This design comes from an exercise in tuning for small area and a short achievable clock period on the open sky130 flow, not from production work. Only simulation tests tie the RTL to the original design; equivalence was not proved.

Design vx_conv, start of the top module:
module vx_conv (
    input  wire        clk,
    input  wire        rst,         
    input  wire        in_valid,
    input  wire [3:0]  in_src_fmt,
    input  wire [3:0]  in_dst_fmt,
    input  wire        in_blk,      
    input  wire [7:0]  in_s1,       
    input  wire [31:0] in_s2,       
    input  wire [31:0] in_data,     
    output reg         out_valid,
    output reg  [31:0] out_data,    
    output reg         out_sat,     
    output reg         out_nan,     
    output reg         out_rsv,     
    output reg         out_scale_inv,  
    output reg         out_err      
);
Size in the first run: about 2600 cells after synthesis, ~210 flip-flops, ~120 I/O pins, roughly 19000 µm² of cells after synthesis.
Settings: LEC_CHECK=0, ABC_AREA=1, ABC_CLOCK_PERIOD_IN_PS=10000, CAP_MARGIN=20, CORE_MARGIN=2, CORE_UTILIZATION=40, CTS_CLUSTER_DIAMETER=100, CTS_CLUSTER_SIZE=30, PLACE_DENSITY=0.75, SLEW_MARGIN=20, BUFFER_PORTS_ARGS=-buffer_cell sky130_fd_sc_hd__buf_1; clock period 28.0 ns.
standard.sh (not shown) runs the stock make flow with config.mk's settings and CLKGATE_MAP_FILE= SYNTH_SCRIPT=/design/flow/synth_recipe.tcl, a recipe that flattens the netlist after the stock synthesis.
==> flow/flow/run.sh <==
#!/bin/bash
# Layout flow: the standard flow (standard synthesis, floorplan, place,
# CTS, route), except that the port buffers that global placement inserts
# on every input and output are the small sky130_fd_sc_hd__buf_1 instead of
# the flow's default pick (a clkdlybuf4s50 delay cell).
# Each tool's full output is kept under orfs/logs/; the make output is in
# flow_make.log in this folder.
set -euo pipefail
echo 'export BUFFER_PORTS_ARGS = -buffer_cell sky130_fd_sc_hd__buf_1' >> config.mk
bash standard.sh finish > flow_make.log 2>&1
==> next run, changes <==
--- a/flow/design.v
+++ b/flow/design.v
@@ -235,42 +235,13 @@
         p2_sign <= v_sign;
         p2_zero <= v_zero;
         p2_sinv <= v_sinv;
         p2_rsv  <= c_rsv;
         p2_err  <= err;
     end
-    function [63:0] csa(input [31:0] u, input [31:0] v, input [31:0] w);
-        csa = {((u & v) | (u & w) | (v & w)) << 1, u ^ v ^ w};
-    endfunction
-    wire [23:0] bx = {1'b1, p2_a};
-    wire [8:0]  by = {1'b1, p2_b, 1'b0};            
-    reg  [31:0] brow [0:3];
-    reg  [3:0]  bneg;
-    integer     bk;
-    always @* begin
-        for (bk = 0; bk < 4; bk = bk + 1) begin : booth
-            reg one, two;
-            reg [24:0] sel;
-            one = by[2*bk+1] ^ by[2*bk];
-            two = (by[2*bk+2] & ~by[2*bk+1] & ~by[2*bk]) |
-                  (~by[2*bk+2] & by[2*bk+1] & by[2*bk]);
-            bneg[bk] = by[2*bk+2];
-            sel = ({25{one}} & {1'b0, bx}) | ({25{two}} & {bx, 1'b0});
-            brow[bk] = {6'd0, ~bneg[bk], sel ^ {25{bneg[bk]}}} << (2*bk);
-        end
-    end
-    wire [31:0] pr0 = brow[0];
-    wire [31:0] pr1 = brow[1] | {31'd0, bneg[0]};
-    wire [31:0] pr2 = brow[2] | {29'd0, bneg[1], 2'd0};
-    wire [31:0] pr3 = brow[3] | {27'd0, bneg[2], 4'd0};
-    wire [31:0] pr4 = {bx, 8'd0} | {25'd0, bneg[3], 6'd0};
-    wire [63:0] pl1a = csa(pr0, pr1, pr2);
-    wire [63:0] pl1b = csa(pr3, pr4, 32'h56000000);
-    wire [63:0] pl2  = csa(pl1a[31:0], pl1a[63:32], pl1b[31:0]);
-    wire [63:0] pl3  = csa(pl2[31:0], pl2[63:32], pl1b[63:32]);
-    wire [31:0] prod = pl3[31:0] + pl3[63:32];
+    wire [31:0] prod = {1'b1, p2_a} * {1'b1, p2_b};
     wire        p31  = prod[31];
     wire [4:0]  t_mb =
         (p2_dst == F_FP32)  ? 5'd23 :
         (p2_dst == F_BF16 || p2_dst == F_INT8) ? 5'd7 :
         (p2_dst == F_FP16)  ? 5'd10 :
         (p2_dst == F_FP8E4 || p2_dst == F_INT4) ? 5'd3 :
Effect: The changed run finished clean; register-to-register slack gains 0.15 ns; via count fell by 0.40%; setup slack is better by 0.0087 ns; worst hold slack is about the same; die area is higher by 3.5%.

-- port drivers added, routing unchanged --
The results above use ideal ports. As a check the final layouts listed here were re-extracted and re-timed, cells and wires unchanged.
Step 1 (the two cells are an assumption about what drives the block):
set clk [get_ports {clk}]
set_driving_cell -lib_cell sky130_fd_sc_hd__clkbuf_16 $clk
set_driving_cell -lib_cell sky130_fd_sc_hd__buf_2 [delete_from_list [all_inputs] $clk]
Step 2 also shifts input and output timing later by t, the mid clock arrival at the registers, as if the neighbouring blocks saw the same clock.
Slacks: ideal / step 1 / step 2; pairs: ideal / step 1.
run	shift t [ns]	setup WS [ns]	latest minus earliest clock arrival (ns)	worst register clock-pin slew, ns
the first run	0.551	21.417 / 21.361 / 21.004	0.024 / 0.024	0.11 / 0.11
the second run	0.545	21.425 / 21.367 / 20.984	0.014 / 0.014	0.11 / 0.11
After both steps every run listed still meets setup and hold. The setup slack of the second run, which loses most, moves by -0.058 ns with the drivers and by -0.441 ns with both steps.
